From an optimization exercise on the open Yosys and OpenROAD flow, aimed at small area and a short achievable clock period; shortcuts taken in it are not production practice. Function was checked by simulation only, so behaviour that the tests miss may differ from the original. No driver is modelled on the clock port, so clock power and skew are understated where the tree is cut down; a real chip needs a root buffer or a tree. Power figures rest on the tool's default switching activity, not on a simulated workload.

## can_fd_rx
module can_fd_rx (
    input  wire        clk,
    input  wire        rst,
    input  wire        fd_en,
    input  wire        pex_en,
    input  wire        rx_valid,
    input  wire        rx_bit,
    output reg         ev_hdr,
    output wire [28:0] hdr_ident,
    output reg         hdr_ide,
    output wire        hdr_rtr,
    output reg         hdr_fdf,
    output wire        hdr_brs,
    output wire        hdr_esi,
    output wire [3:0]  hdr_dlc,
    output reg  [6:0]  hdr_len,
    output reg         ev_word,
    output wire [3:0]  word_idx,
    output wire [31:0] word_data,
    output reg         ev_ack,
    output reg         ev_valid,
    output reg         ev_end,
    output reg         ev_eofdom,
    output reg         ev_pex,
    output reg         ev_err,
    output wire [3:0]  err_kind,
    output wire [4:0]  err_field
);
    localparam [4:0] F_BASE_ID     = 5'h01;
    localparam [4:0] F_RTR_SRR     = 5'h02;
    localparam [4:0] F_IDE         = 5'h03;
    localparam [4:0] F_EXT_ID      = 5'h04;
    localparam [4:0] F_RTR2        = 5'h05;
    localparam [4:0] F_FDF         = 5'h06;
    localparam [4:0] F_RES         = 5'h07;
    localparam [4:0] F_BRS         = 5'h08;
    localparam [4:0] F_ESI         = 5'h09;
    localparam [4:0] F_DLC         = 5'h0A;
    localparam [4:0] F_DATA        = 5'h0B;
    localparam [4:0] F_STUFF_COUNT = 5'h0C;
    localparam [4:0] F_CRC         = 5'h0D;
    localparam [4:0] F_CRC_DELIM   = 5'h0E;
    localparam [4:0] F_ACK         = 5'h0F;
    localparam [4:0] F_ACK_DELIM   = 5'h10;
    localparam [4:0] F_EOF         = 5'h11;
    localparam [2:0] E_STUFF       = 3'h3;
    localparam [2:0] E_FORM        = 3'h4;
    localparam [2:0] E_CRC         = 3'h5;
    localparam [2:0] E_STUFF_COUNT = 3'h6;
    localparam [14:0] POLY15 = 15'h4599;
    localparam [16:0] POLY17 = 17'h1685B;
    localparam [20:0] POLY21 = 21'h102899;
    reg v, b, fe, pe;
    always @(posedge clk) begin
        v  <= rx_valid;
        b  <= rx_bit;
        fe <= fd_en;
        pe <= pex_en;
    end
    reg        active;
  ...
clock: 5.0 ns
lec_check: 0
abc_area: 1
cap_margin: 20
core_margin: 2
core_utilization: 40
place_density: 0.75
setup_slack_margin: 3.05
slew_margin: 20
standard.sh (not shown) runs the stock make flow with config.mk's settings and CLKGATE_MAP_FILE= SYNTH_SCRIPT=/design/flow/synth_recipe.tcl, a recipe that flattens the netlist after the stock synthesis.
==> flow/flow/run.sh <==
#!/bin/bash
# Standard layout with two changes:
#  - the port buffers are made from the smallest buffer (sky130_fd_sc_hd__buf_1)
#    instead of the resizer's default choice; timing repair still resizes any
#    of them that is on a critical path;
#  - the clock tree is a balanced two-level tree built by flow/cts_pre.tcl
#    (clk -> 4 buffers -> 8 buffers -> flip-flops, sinks clustered by
#    location) in place of TritonCTS's H-tree; the rest of the CTS step
#    (legalization, setup and hold repair) runs as usual.
set -euo pipefail
here=$(pwd)
export BUFFER_PORTS_ARGS="-buffer_cell sky130_fd_sc_hd__buf_1"
export PRE_CTS_TCL="$here/flow/cts_pre.tcl"
bash standard.sh > standard.log 2>&1
Other scripts of this flow, unchanged in this note and not shown: flow/flow/cts_pre.tcl
The starting point produced a clean layout.
==> next run, changes <==
--- a/flow/flow/run.sh
+++ b/flow/flow/run.sh
@@ -1,4 +1,9 @@
 #!/bin/bash
-# Standard layout with two changes:
+# Standard layout with three changes:
+#  - synthesis maps the logic with flow/abc_area.script, a stronger area
+#    script for ABC (ABC_AREA is set), in place of ORFS's abc_area.script;
+#    ORFS's scripts are copied to scripts/ here and only that file differs;
+#    the flip-flops are mapped before ABC runs, so they are the standard
+#    synthesis's, with the same names and cells;
 #  - the port buffers are made from the smallest buffer (sky130_fd_sc_hd__buf_1)
 #    instead of the resizer's default choice; timing repair still resizes any
@@ -8,6 +13,11 @@
 #    location) in place of TritonCTS's H-tree; the rest of the CTS step
 #    (legalization, setup and hold repair) runs as usual.
+# Each step's full log is in orfs/logs/; make's output is in standard.log.
 set -euo pipefail
 here=$(pwd)
+rm -rf "$here/scripts"
+cp -r "$FLOW_HOME/scripts" "$here/scripts"
+cp "$here/flow/abc_area.script" "$here/scripts/abc_area.script"
+export SCRIPTS_DIR="$here/scripts"
 export BUFFER_PORTS_ARGS="-buffer_cell sky130_fd_sc_hd__buf_1"
 export PRE_CTS_TCL="$here/flow/cts_pre.tcl"
==> flow/flow/abc_area.script (new file) <==
strash
ifraig
scorr
dc2
strash
dch -f
map -a
topo
--- a/flow/config.mk
+++ b/flow/config.mk
@@ -10,5 +10,5 @@
 export CORE_MARGIN = 2
 export CORE_UTILIZATION = 40
-export PLACE_DENSITY = 0.75
+export PLACE_DENSITY = 0.6
 export SETUP_SLACK_MARGIN = 3.05
 export SLEW_MARGIN = 20
=> Final cell count came out lower by 3.7%. Final area went up by 7.9%. Area after synthesis went down by 7.0%. Clock skew goes up by 0.011 ns. Flip-flop and latch count is unchanged. Total power rose by 23%. Maximum frequency shrinks by 9.6%. Sequential share of layout area went down by 2.7 points. Sequential power rises by about 7%.
No run of this note takes its clock network from TritonCTS; it comes from the design's own scripts or RTL.

## separate check: timing with driven ports
In the flow no input, the clock included, has a driving cell. The finished layouts below were timed again as built, in two steps. Step 1 (the two cells are an assumption about what drives the block):
set clk [get_ports {clk}]
set_driving_cell -lib_cell sky130_fd_sc_hd__clkbuf_16 $clk
set_driving_cell -lib_cell sky130_fd_sc_hd__buf_2 [delete_from_list [all_inputs] $clk]
Step 2 adds t to the input delays and takes it off the output delays; t is the mean of the earliest and latest rising clock arrival at the registers after step 1. Input paths then give back, and output paths get back, about the clock's delay inside the block. Slacks: ideal ports / drivers / drivers and shift; pairs: ideal ports / drivers.
run | t, ns | setup WS [ns] | slew at the worst register clock pin (ns)
the first run | 0.350 | 3.086 / 3.019 / 3.080 | 0.09 / 0.09
the second run | 0.354 | 2.883 / 2.871 / 2.883 | 0.09 / 0.09
After both steps setup and hold are still met in every run listed. The setup slack of the first run, which loses most, moves by -0.067 ns with the drivers and by -0.006 ns with both steps.
